This design comes from an exercise in tuning for small area, a short achievable clock period and few clock cycles per item on the open sky130 flow, not from production work. The RTL was checked by simulation tests, not by an equivalence proof against the original design. No activity file was given, so power comes from the tool's default toggle rates.

`flow/config.mk`:
```
export PLATFORM = sky130hd
export DESIGN_NAME = enc_scaler
export DESIGN_NICKNAME = enc_scaler
export VERILOG_FILES = /design/flow/design.v
export SDC_FILE = /design/flow/constraint.sdc
export NUM_CORES = 4
export LEC_CHECK = 0
export CAP_MARGIN = 20
export CORE_MARGIN = 2
export CORE_UTILIZATION = 40
export PLACE_DENSITY = 0.6
export SETUP_SLACK_MARGIN = 5
export SLEW_MARGIN = 20
```
`flow/constraint.sdc`:
```
create_clock -name core_clock -period 10.0 [get_ports {clk}]
set_input_delay 2.0000 -clock core_clock [delete_from_list [all_inputs] [get_ports {clk}]]
set_output_delay 2.0000 -clock core_clock [all_outputs]
set_load 0.01 [all_outputs]
```
`flow/design.v`:
```
module enc_filter (
    input  wire        clk,
    input  wire        rst,
    input  wire        line_in,
    input  wire [15:0] min_edge,
    output reg         level,      
    output wire        accept,     
    output wire        reject      
);
    reg        sample;
    reg        pending;
    reg        last;
    reg [15:0] left;
    wire diff = sample ^ level;
    reg [16:0] brw;
    integer i;
    always @(*) begin
        brw[0] = 1'b1;
        for (i = 0; i < 16; i = i + 1)
            brw[i+1] = brw[i] & ~left[i];
    end
    wire [15:0] left_dec = left ^ brw[15:0];
    assign reject = pending & ~diff;
    assign accept = pending & diff & last;
    always @(posedge clk) begin
        if (rst) begin
            sample  <= line_in;
            level   <= line_in;
            pending <= 1'b0;
        end else begin
            sample <= line_in;
            if (!pending) begin
                if (diff) begin
                    pending <= 1'b1;
                    left    <= min_edge;
                    last    <= (min_edge == 16'd1);
                end
            end else if (!diff || last) begin
                pending <= 1'b0;
                if (diff)
                    level <= sample;
            end else begin
                left <= left_dec;
                last <= (left == 16'd2);
            end
        end
    end
endmodule
module pos_scaler (
    input  wire        clk,
    input  wire        rst,
    input  wire [31:0] count,       
    input  wire [31:0] count_ext,   
    input  wire        req_valid,
    output wire        req_ready,
    input  wire        req_set,
    input  wire [63:0] req_value,
    input  wire [31:0] pos_num,     
    input  wire [30:0] pos_den,     
    output reg         resp_valid,
    output wire [63:0] resp_pos
);
    localparam M_IDLE = 2'd0;
    localparam M_MUL  = 2'd1;
    localparam M_DONE = 2'd2;
    localparam D_IDLE = 2'd0;
    localparam D_DIV  = 2'd1;
    localparam D_FIN1 = 2'd2;
    localparam D_FIN2 = 2'd3;
    reg [1:0]  mstate;
    reg [1:0]  dstate;
    reg [63:0] offset;
    reg [3:0]  cntm;          
    reg [4:0]  mcyc;          
    reg [7:1]  tmm;           
    reg        negm;          
    reg        setm;
    reg        wfix;          
    reg        s_one0, s_two0, s_ng0, s_one1, s_two1, s_ng1;   
    reg [30:0] denm;
    reg [31:0] NM;            
    reg [31:0] HM;            
    reg [63:0] LM;            
    reg [63:0] valm;          
    reg [6:0]  cntd;          
    reg [7:1]  tmd;
    reg        negd;
    reg        setd;
    reg        invd;          
    reg [30:0] den;
    reg [32:0] den3;          
    reg [30:0] R;             
    reg [95:0] V;             
    reg        fcy;           
    wire d_free  = (dstate == D_IDLE);
    wire xfer    = (mstate == M_DONE) & d_free;
    wire m_take  = (mstate == M_IDLE) | xfer;
    assign req_ready = m_take;
    assign resp_pos  = V[63:0];
    wire c_sign = count_ext[31] ^ (count[31] & (count_ext[30:0] == 31'd0));
    wire c_wrap = (count_ext == 32'h8000_0000) & count[31];
    reg  [15:0] pnz;
    reg  [4:0]  m_need;
    integer j;
    always @(*) begin
        pnz[0] = ({count[3:0], 1'b0} != 5'b00000) & ({count[3:0], 1'b0} != 5'b11111);
        pnz[8] = ({count_ext[3:0], 1'b0} != 5'b00000) & ({count_ext[3:0], 1'b0} != 5'b11111);
        for (j = 1; j < 8; j = j + 1) begin
            pnz[j]     = (count[4*j-1 +: 5] != 5'b00000) & (count[4*j-1 +: 5] != 5'b11111);
            pnz[j + 8] = (count_ext[4*j-1 +: 5] != 5'b00000) & (count_ext[4*j-1 +: 5] != 5'b11111);
        end
        m_need = 5'd1;
        for (j = 0; j < 16; j = j + 1)
            if (pnz[j]) m_need = j + 1;
    end
    function [2:0] booth;
        input [2:0] b;
        begin
            booth[2] = b[1] ^ b[0];
            booth[1] = (b == 3'b100) | (b == 3'b011);
            booth[0] = b[2] & ~(b[1] & b[0]);
        end
    endfunction
    wire       nx_y = (cntm == 4'd7) ? 1'b0 : LM[3];     
    wire [2:0] nb0  = m_take ? booth({count[1:0], 1'b0}) : booth({LM[5:4], nx_y});
    wire [2:0] nb1  = m_take ? booth(count[3:1]) : booth(LM[7:5]);
    wire       nneg = m_take ? (c_sign ^ pos_num[31]) : negm;
    wire       ntop = ~m_take & (cntm == 4'd14) & wfix;    
    wire [33:0] nx  = {{2{NM[31]}}, NM};
    wire [33:0] pp0 = s_one0 ? nx : (s_two0 ? {nx[32:0], 1'b0} : 34'd0);
    wire [33:0] pp1 = s_one1 ? nx : (s_two1 ? {nx[32:0], 1'b0} : 34'd0);
    wire [35:0] op_a = {{4{HM[31]}}, HM};
    wire [35:0] op_b = {{2{pp0[33] ^ s_ng0}}, pp0 ^ {34{s_ng0}}};
    wire [35:0] op_c = {pp1 ^ {34{s_ng1}}, s_ng1, s_ng1};
    wire [35:0] cs_s = op_a ^ op_b ^ op_c;
    wire [35:0] cs_c = (op_a & op_b) | (op_a & op_c) | (op_b & op_c);
    wire [35:0] msum = cs_s + {cs_c[34:0], s_ng0} + {35'd0, s_ng1};
    wire m_last = ({1'b0, cntm} + 5'd1 == mcyc);
    wire [30:0] sm1  = den | (den >> 1);
    wire [30:0] sm2  = sm1 | (sm1 >> 2);
    wire [30:0] sm4  = sm2 | (sm2 >> 4);
    wire [30:0] sm8  = sm4 | (sm4 >> 8);
    wire [30:0] sm16 = sm8 | (sm8 >> 16);
    wire [30:0] ge_p = ~(sm16 >> 1);
    wire [46:0] w16 = {R, V[95:80]};
    wire [38:0] w8  = {R, V[95:88]};
    wire ok16 = (cntd[6:4] != 3'd0) & ~|w16[46:31] & ~|(w16[30:0] & ge_p);
    wire ok8  = (cntd[6:3] != 4'd0) & ~|w8[38:31]  & ~|(w8[30:0]  & ge_p);
    wire [33:0] xw  = {1'b0, R, V[95], V[94]};
    wire [33:0] dA  = xw - {3'b000, den};
    wire [33:0] dB  = xw - {2'b00, den, 1'b0};
    wire [33:0] dC  = xw - {1'b0, den3};
    wire        q1  = ~dB[33];
    wire        q2  = q1 ? ~dC[33] : ~dA[33];
    wire [30:0] r2  = q1 ? (q2 ? dC[30:0] : dB[30:0]) : (q2 ? dA[30:0] : xw[30:0]);
    wire [6:0] cnt_dec = ok16 ? cntd - 7'd16 : (ok8 ? cntd - 7'd8 : cntd - 7'd2);
    wire        fhi = (dstate == D_FIN2);
    reg  [31:0] qmask;
    integer k;
    always @(*) begin
        for (k = 0; k < 32; k = k + 1)
            qmask[k] = (k < 4) ? 1'b1 : (~fhi | tmd[k >> 2]);
    end
    wire        rz   = (R == 31'd0);
    wire [31:0] fq   = (V[31:0] & qmask) ^ {32{invd}};
    wire        fcin = fhi ? fcy : (setd ? (~negd | ~rz) : (negd & rz));
    wire [32:0] fsum = {1'b0, offset[31:0]} + {1'b0, fq} + {32'd0, fcin};
    always @(posedge clk) begin
        if (rst) begin
            mstate     <= M_IDLE;
            dstate     <= D_IDLE;
            resp_valid <= 1'b0;
            offset     <= 64'd0;
        end else begin
            resp_valid <= 1'b0;
            case (mstate)
                M_IDLE: if (req_valid) mstate <= M_MUL;
                M_MUL:  if (m_last) mstate <= M_DONE;
                default: if (xfer) mstate <= req_valid ? M_MUL : M_IDLE;
            endcase
            case (dstate)
                D_IDLE: begin
                    if (xfer) begin
                        dstate <= D_DIV;
                        if (setm)
                            offset <= valm;
                    end
                end
                D_DIV: if (cnt_dec == 7'd0) dstate <= D_FIN1;
                D_FIN1: begin
                    dstate <= D_FIN2;
                    if (setd)
                        offset <= {fsum[31:0], offset[63:32]};
                    else
                        offset <= {offset[31:0], offset[63:32]};
                end
                default: begin
                    dstate     <= D_IDLE;
                    resp_valid <= 1'b1;
                    if (setd)
                        offset <= {fsum[31:0], offset[63:32]};
                    else
                        offset <= {offset[31:0], offset[63:32]};
                end
            endcase
        end
    end
    always @(posedge clk) begin
        {s_one0, s_two0, s_ng0} <= {nb0[2:1], (nb0[0] ^ nneg) & (nb0[2] | nb0[1])};
        {s_one1, s_two1, s_ng1} <= {nb1[2:1], (nb1[0] ^ nneg ^ ntop) & (nb1[2] | nb1[1])};
        if (m_take) begin
            LM   <= {count_ext, count};
            HM   <= 32'd0;
            NM   <= pos_num;
            denm <= pos_den;
            valm <= req_value;
            negm <= c_sign ^ pos_num[31];
            wfix <= c_wrap;
            mcyc <= m_need;
            for (j = 1; j < 8; j = j + 1)
                tmm[j] <= (j < m_need);
            setm <= req_set;
            cntm <= 4'd0;
        end else if (mstate == M_MUL) begin
            HM   <= msum[35:4];
            LM   <= {msum[3:0], LM[63:4]};
            cntm <= cntm + 4'd1;
        end
    end
    always @(posedge clk) begin
        case (dstate)
            D_IDLE: begin
                V    <= {HM, LM};
                R    <= 31'd0;
                den  <= denm;
                den3 <= {1'b0, denm, 1'b0} + {2'b00, denm};
                cntd <= 7'd32 + {mcyc, 2'b00};
                tmd  <= tmm;
                negd <= negm;
                setd <= setm;
                invd <= negm ^ setm;
            end
            D_DIV: begin
                if (ok16) begin
                    R <= w16[30:0];
                    V <= {V[79:0], 16'd0};
                end else if (ok8) begin
                    R <= w8[30:0];
                    V <= {V[87:0], 8'd0};
                end else begin
                    R <= r2;
                    V <= {V[93:0], q1, q2};
                end
                cntd <= cnt_dec;
            end
            default: begin
                fcy <= fsum[32];
                if (setd)
                    V[63:0] <= {offset[31:0], V[63:32]};
                else
                    V[63:0] <= {fsum[31:0], V[63:32]};
            end
        endcase
    end
endmodule
module enc_scaler (
    input  wire        clk,
    input  wire        rst,
    input  wire        enc_a,
    input  wire        enc_b,
    input  wire [15:0] min_edge,
    input  wire        cnt_load,
    input  wire [31:0] cnt_load_count,
    input  wire [31:0] cnt_load_ext,
    input  wire        fault_load,
    input  wire [31:0] fault_load_val,
    input  wire        status_clr,
    output wire        filt_a,
    output wire        filt_b,
    output reg  [31:0] count,
    output reg  [31:0] count_ext,
    output reg         wrap_flag,
    output reg  [31:0] fault_count,
    output reg         fault_sat,
    input  wire        req_valid,
    output wire        req_ready,
    input  wire        req_set,
    input  wire [63:0] req_value,
    input  wire [31:0] pos_num,
    input  wire [30:0] pos_den,
    output wire        resp_valid,
    output wire [63:0] resp_pos
);
    wire acc_a, rej_a, acc_b, rej_b;
    enc_filter u_fa (
        .clk(clk), .rst(rst), .line_in(enc_a), .min_edge(min_edge),
        .level(filt_a), .accept(acc_a), .reject(rej_a)
    );
    enc_filter u_fb (
        .clk(clk), .rst(rst), .line_in(enc_b), .min_edge(min_edge),
        .level(filt_b), .accept(acc_b), .reject(rej_b)
    );
    wire both    = acc_a & acc_b;
    wire step    = acc_a ^ acc_b;                
    wire up      = acc_a ? (filt_a == filt_b) : (filt_a != filt_b);
    reg  [32:0] c_inc, c_dec, e_inc, e_dec;
    integer i;
    always @(*) begin
        c_inc[0] = 1'b1; c_dec[0] = 1'b1;
        e_inc[0] = 1'b1; e_dec[0] = 1'b1;
        for (i = 0; i < 32; i = i + 1) begin
            c_inc[i+1] = c_inc[i] &  count[i];
            c_dec[i+1] = c_dec[i] & ~count[i];
            e_inc[i+1] = e_inc[i] &  count_ext[i];
            e_dec[i+1] = e_dec[i] & ~count_ext[i];
        end
    end
    wire at_max  = c_inc[31] & ~count[31];       
    wire at_min  = c_dec[31] &  count[31];       
    wire wrap_up = step &  up & at_max;          
    wire wrap_dn = step & ~up & at_min;
    wire [31:0] count_step = count ^ (up ? c_inc[31:0] : c_dec[31:0]);
    wire [31:0] ext_step   = count_ext ^ (wrap_dn ? e_dec[31:0] : e_inc[31:0]);
    wire [2:0] fault_inc = {rej_a & rej_b, rej_a ^ rej_b, both};
    wire [3:0] f_lo      = {1'b0, fault_count[2:0]} + {1'b0, fault_inc};
    reg  [29:0] f_all;                           
    always @(*) begin
        f_all[0] = 1'b1;
        for (i = 0; i < 29; i = i + 1)
            f_all[i+1] = f_all[i] & fault_count[i+3];
    end
    wire        f_ovf      = f_lo[3] & f_all[29];
    wire [31:0] fault_next = f_ovf ? 32'hFFFF_FFFF :
                             {fault_count[31:3] ^ (f_all[28:0] & {29{f_lo[3]}}), f_lo[2:0]};
    always @(posedge clk) begin
        if (rst) begin
            count       <= 32'd0;
            count_ext   <= 32'd0;
            wrap_flag   <= 1'b0;
            fault_count <= 32'd0;
            fault_sat   <= 1'b0;
        end else begin
            if (cnt_load) begin
                count     <= cnt_load_count;
                count_ext <= cnt_load_ext;
            end else begin
                if (step)
                    count <= count_step;
                if (wrap_up | wrap_dn)
                    count_ext <= ext_step;
            end
            if ((wrap_up | wrap_dn) & ~cnt_load)
                wrap_flag <= 1'b1;
            else if (status_clr)
                wrap_flag <= 1'b0;
            if (fault_load)
                fault_count <= fault_load_val;
            else
                fault_count <= fault_next;
            if (!fault_load && fault_inc != 3'd0 && (f_ovf | (f_all[29] & (f_lo == 4'b0111))))
                fault_sat <= 1'b1;
            else if (status_clr)
                fault_sat <= 1'b0;
        end
    end
    pos_scaler u_ps (
        .clk(clk), .rst(rst), .count(count), .count_ext(count_ext),
        .req_valid(req_valid), .req_ready(req_ready),
        .req_set(req_set), .req_value(req_value),
        .pos_num(pos_num), .pos_den(pos_den),
        .resp_valid(resp_valid), .resp_pos(resp_pos)
    );
endmodule
```
`flow/run.sh`:
```
#!/bin/bash
# synth_recipe.tcl (not shown) runs the flow's synth.tcl, then flattens the netlist and writes it again
# the make line also repeats each setting of config.mk as NAME=value (left out here)
make -C /OpenROAD-flow-scripts/flow DESIGN_CONFIG=/design/flow/config.mk WORK_HOME=/design/flow/orfs CLKGATE_MAP_FILE= SYNTH_SCRIPT=/design/flow/synth_recipe.tcl finish
```
==> run summary <==
routing by layer:
metal,wire length (um),part of all wire (%)
met1,62700,42
met3,15100,10
met4,5240,3.5
met5,0,0
met2,67200,45
path summary, 6_finish.rpt:
kind	from	end	slack, ps	cells past startpoint
hold / removal	u_ps.tmm[4]	u_ps.tmd[4]	420	0
hold reg to reg	u_ps.tmm[4]	u_ps.tmd[4]	420	0
setup reg to reg	u_ps.s_one1	u_ps.HM[25]	5200	18
setup / recovery	u_ps.dstate[1]	req_ready	5180	5
per-stage QoR:
stage          instance area [um^2]  util (%)  hold WS [ps]  setup slack [ps]
2_1_floorplan                 43700         -           400              5340
4_1_cts                       51400      47.4           418              4960
5_1_grt                       51600      47.6           423              4890
3_3_place_gp                  48600      44.8           403              4440
6_report                      51600      47.6           418              5180
3_5_place_dp                  48600      44.8           405              4410
cell usage after synthesis (all sizes together), types with 41 or more instances:
cell type and number:
inv 245, nand2b 51, dfxtp 278, a22oi 99, mux2i 197, fa 43
clkbuf 202, edfxtp 384, a211oi 85, nor4 41, nand2 585, a21o 84
nor3 69, ha 244, xnor2 245, a221oi 42, xor2 118, nor2 329
a21oi 350, buf 116, nand3 80, mux2 41, o21ai 313
layout make-up:
| cell class | instances | area (um^2) |
|---|---|---|
| diodes | 7 | 17.5 |
| clock buffers | 113 | 2320 |
| multi-input cells | 3565 | 24400 |
| repair buffers | 470 | 4600 |
| clock inverters | 37 | 430 |
| fillers | 10400 | 56900 |
| flip-flops and latches | 662 | 17100 |
| inverters | 248 | 940 |
| well taps | 1414 | 1770 |
registers in the layout, indices dropped and copies added (netlist names), 6 cells and up:
name         cells
count           32
u_ps.tmm         7
u_ps.HM         32
fault_count     32
u_ps.valm       64
u_ps.NM         32
u_fa.left       16
count_ext       32
u_ps.R          31
u_ps.tmd         7
u_ps.offset     64
u_ps.den        30
u_ps.cntd        6
u_fb.left       16
u_ps.denm       31
u_ps.den3       33
u_ps.V          96
u_ps.LM         64
repair_timing:
action                     4_1_cts  5_1_grt
pin swaps                        1       12
gates resized for setup         10       21
cloned                           1        0
buffers inserted                 1        9
setup endpoints to repair       24       26
power breakdown:
group | internal, W | leakage [nW] | switching [W]
Clock | 0.00179 | 1.33 | 0.00126
Combinational | 0.00257 | 13.0 | 0.00388
Sequential | 0.00342 | 6.35 | 0.000708
critical path, cell delays in order (launching register included):
cell                              delay [ps]
sky130_fd_sc_hd__dfxtp_1                 350
sky130_fd_sc_hd__inv_1                   170
sky130_fd_sc_hd__ha_4                    450
sky130_fd_sc_hd__o21ai_4                 120
sky130_fd_sc_hd__inv_8                   380
sky130_fd_sc_hd__clkdlybuf4s50_1         640
kinds of logic after synthesis:
| kind of cell | after synthesis | synth area share [%] |
|---|---|---|
| AOI/OAI and AO/OA | 1289 | 19.0 |
| xor gates and xnor gates | 363 | 7.28 |
| adders and majority gates | 287 | 8.96 |
| buffers and inverters | 566 | 5.46 |
| DFF | 662 | 39.2 |
| muxes | 238 | 5.57 |
| and+or+nand+nor | 1387 | 14.5 |
cell usage in the layout (no fill, tap or decap), types with 79 or more instances in the layout:
master / instances
sky130_fd_sc_hd__xnor2_1: 245
sky130_fd_sc_hd__mux2i_1: 196
sky130_fd_sc_hd__nand3_1: 79
sky130_fd_sc_hd__a22oi_1: 99
sky130_fd_sc_hd__dfxtp_1: 274
sky130_fd_sc_hd__clkdlybuf4s50_1: 411
sky130_fd_sc_hd__ha_1: 242
sky130_fd_sc_hd__edfxtp_1: 384
sky130_fd_sc_hd__nor2_1: 328
sky130_fd_sc_hd__a211oi_1: 83
sky130_fd_sc_hd__a21o_1: 84
sky130_fd_sc_hd__a21oi_1: 345
sky130_fd_sc_hd__inv_1: 241
sky130_fd_sc_hd__xor2_1: 118
sky130_fd_sc_hd__nand2_1: 584
sky130_fd_sc_hd__clkbuf_16: 87
sky130_fd_sc_hd__o21ai_0: 309
==> impl_metrics.py <==
metrics = {
    "outcome": {
        "run_status": "timing/DRC/antenna clean",
    },
    "global_route": {
        "globalRouteMet3Util_pct": 7.67,
        "globalRouteOverflowTotal": 0,
        "grt_pass1_vias": 35500,
        "grt_max_degree": 102,
        "global_route_wire_length_before_repair_um": 223000,
        "met2_usage_pct": 40.5,
        "antenna_found_initial": 7,
        "grt_util_all_layers_pct": 26.0,
        "grt.busiest_layer": "met2",
        "grtUsageMet1_pct": 34.5,
    },
    "synthesis": {
        "synth.cell_area_um2": 43700,
        "synth_enable_flop_cells": 384,
        "synthesized_netlist_cell_count": 4792,
        "netlist.top_cell.by_area": "sky130_fd_sc_hd__edfxtp_1",
        "yosys.area.top_type_share_pct": 26.4,
        "area_contributors_post_synth": "sky130_fd_sc_hd__edfxtp_1 (26%), sky130_fd_sc_hd__dfxtp_1 (13%), sky130_fd_sc_hd__ha_1 (7.0%)",
        "ys_seq_area_share_pct": 39.2,
        "synth_fp_nets": 5327,
        "yosys_most_used_dff": "sky130_fd_sc_hd__edfxtp_1",
        "synth.distinct_cells": 84,
        "synth_warnings": 3,
        "synthesis.area_per_instance_um2": 9.11,
        "async_reset_ff_share_pct": 0,
        "ys_seq_elements": 662,
    },
    "placed_design": {
        "numPortBuffers": 413,
        "place_inst": 6347,
        "place_congestion": 0.943,
        "hpwlAfterDp_um": 112000,
    },
    "clock_tree": {
        "clk_transition_reported_paths_ps": 60,
        "cts.path.max_buffers": 3,
        "clock_tree.htree_level_count": 3,
        "clock-sinks": 662,
        "tritoncts.num_buffers": 81,
        "cts_tree": "yes",
        "insertion_delay_ps": 680,
        "postCtsHoldBufs": 0,
        "clockRootBuffer": "sky130_fd_sc_hd__clkbuf_16",
    },
    "flow_run": {
        "cap_violations": 0,
    },
    "sta": {
        "grt_setup_unrepaired": "yes",
        "setup_viol": 0,
        "timing.final.crit_period_ps": 4820,
        "fmax_ghz": 0.207,
        "timing_max_transition_violations_final": 0,
        "finalClockSkew_ps": 52.4,
        "slew_headroom_pct": 30.7,
        "fin_tns_setup_ps": 0,
        "timing_worst_slew_pin_value_ps": 1030,
        "finalCritPeriodShare_pct": 48.2,
        "report.final.hold_viol_count": 0,
    },
    "die": {
        "die_w_um": 334,
        "fp-row-count": 121,
        "die_y_um": 334,
        "initial_utilization_pct": 40.2,
        "core_region_area_um2": 109000,
        "dieArea_um2": 112000,
        "ioPinCount": 414,
    },
    "cells_and_area": {
        "num-nets-final": 5563,
        "final_cell_count_no_fill": 6516,
        "flow.area_growth_from_synthesis_pct": 18.2,
        "drive_above_1_share_pct": 6.03,
    },
    "critical_path": {
        "critPathKind": "flop to primary output",
        "timing.critical_path.required_ps": 8000,
        "worst-endpoint-arrival_ps": 2820,
        "worst-path-max-fanout": 83,
        "critical_path.endpoint_type": "primary output",
        "worst_setup_path_start_kind": "flop",
    },
    "detailed_routing": {
        "detailroute.via_count": 37600,
        "drt_iter0_drc": 3638,
        "dr.pass1.iters": 6,
        "drt-wirelength-per-cell_um": 23.1,
        "post_drt_via_cell_ratio": 5.77,
        "drt.antenna.violating_nets": 0,
        "totalWireLength_um": 150000,
        "remaining_drc_errors": 0,
    },
    "pwr": {
        "report.power.total_w": 0.0136,
        "p_leak_nw": 20.7,
        "vdd_ir_drop_max_v": 0.000290,
        "power_density_nw_per_um2": 264,
    },
    "min_path": {
        "hold_path.class": "flop to flop",
    },
}
Testbench counts, summed over its fixed seeds: cycles 22,767, items 800.

what the ideal ports hide:
No port has a modelled driver above. Below, the same layout with a new extraction and two added sets of constraints. Step 1 assumes that a clkbuf_16 drives the clock port and a buf_2 every other input. Step 2 adds t to the input delays and takes it off the output delays; t is the mean of the earliest and latest rising clock arrival at the registers after step 1. Input paths then give back, and output paths get back, about the clock's delay inside the block. a / b / c = ideal ports / drivers / drivers and shift; a / b = the first two.
t (ns): 0.730
setup slack, ns: 5.178 / 5.104 / 5.203
worst setup path after step 2: register to register
worst slew at a driven data input, ns: 0.10
After both steps this run still meets setup and hold. For this run, drivers alone change the setup slack by -0.074 ns; drivers and shift together by +0.025 ns.
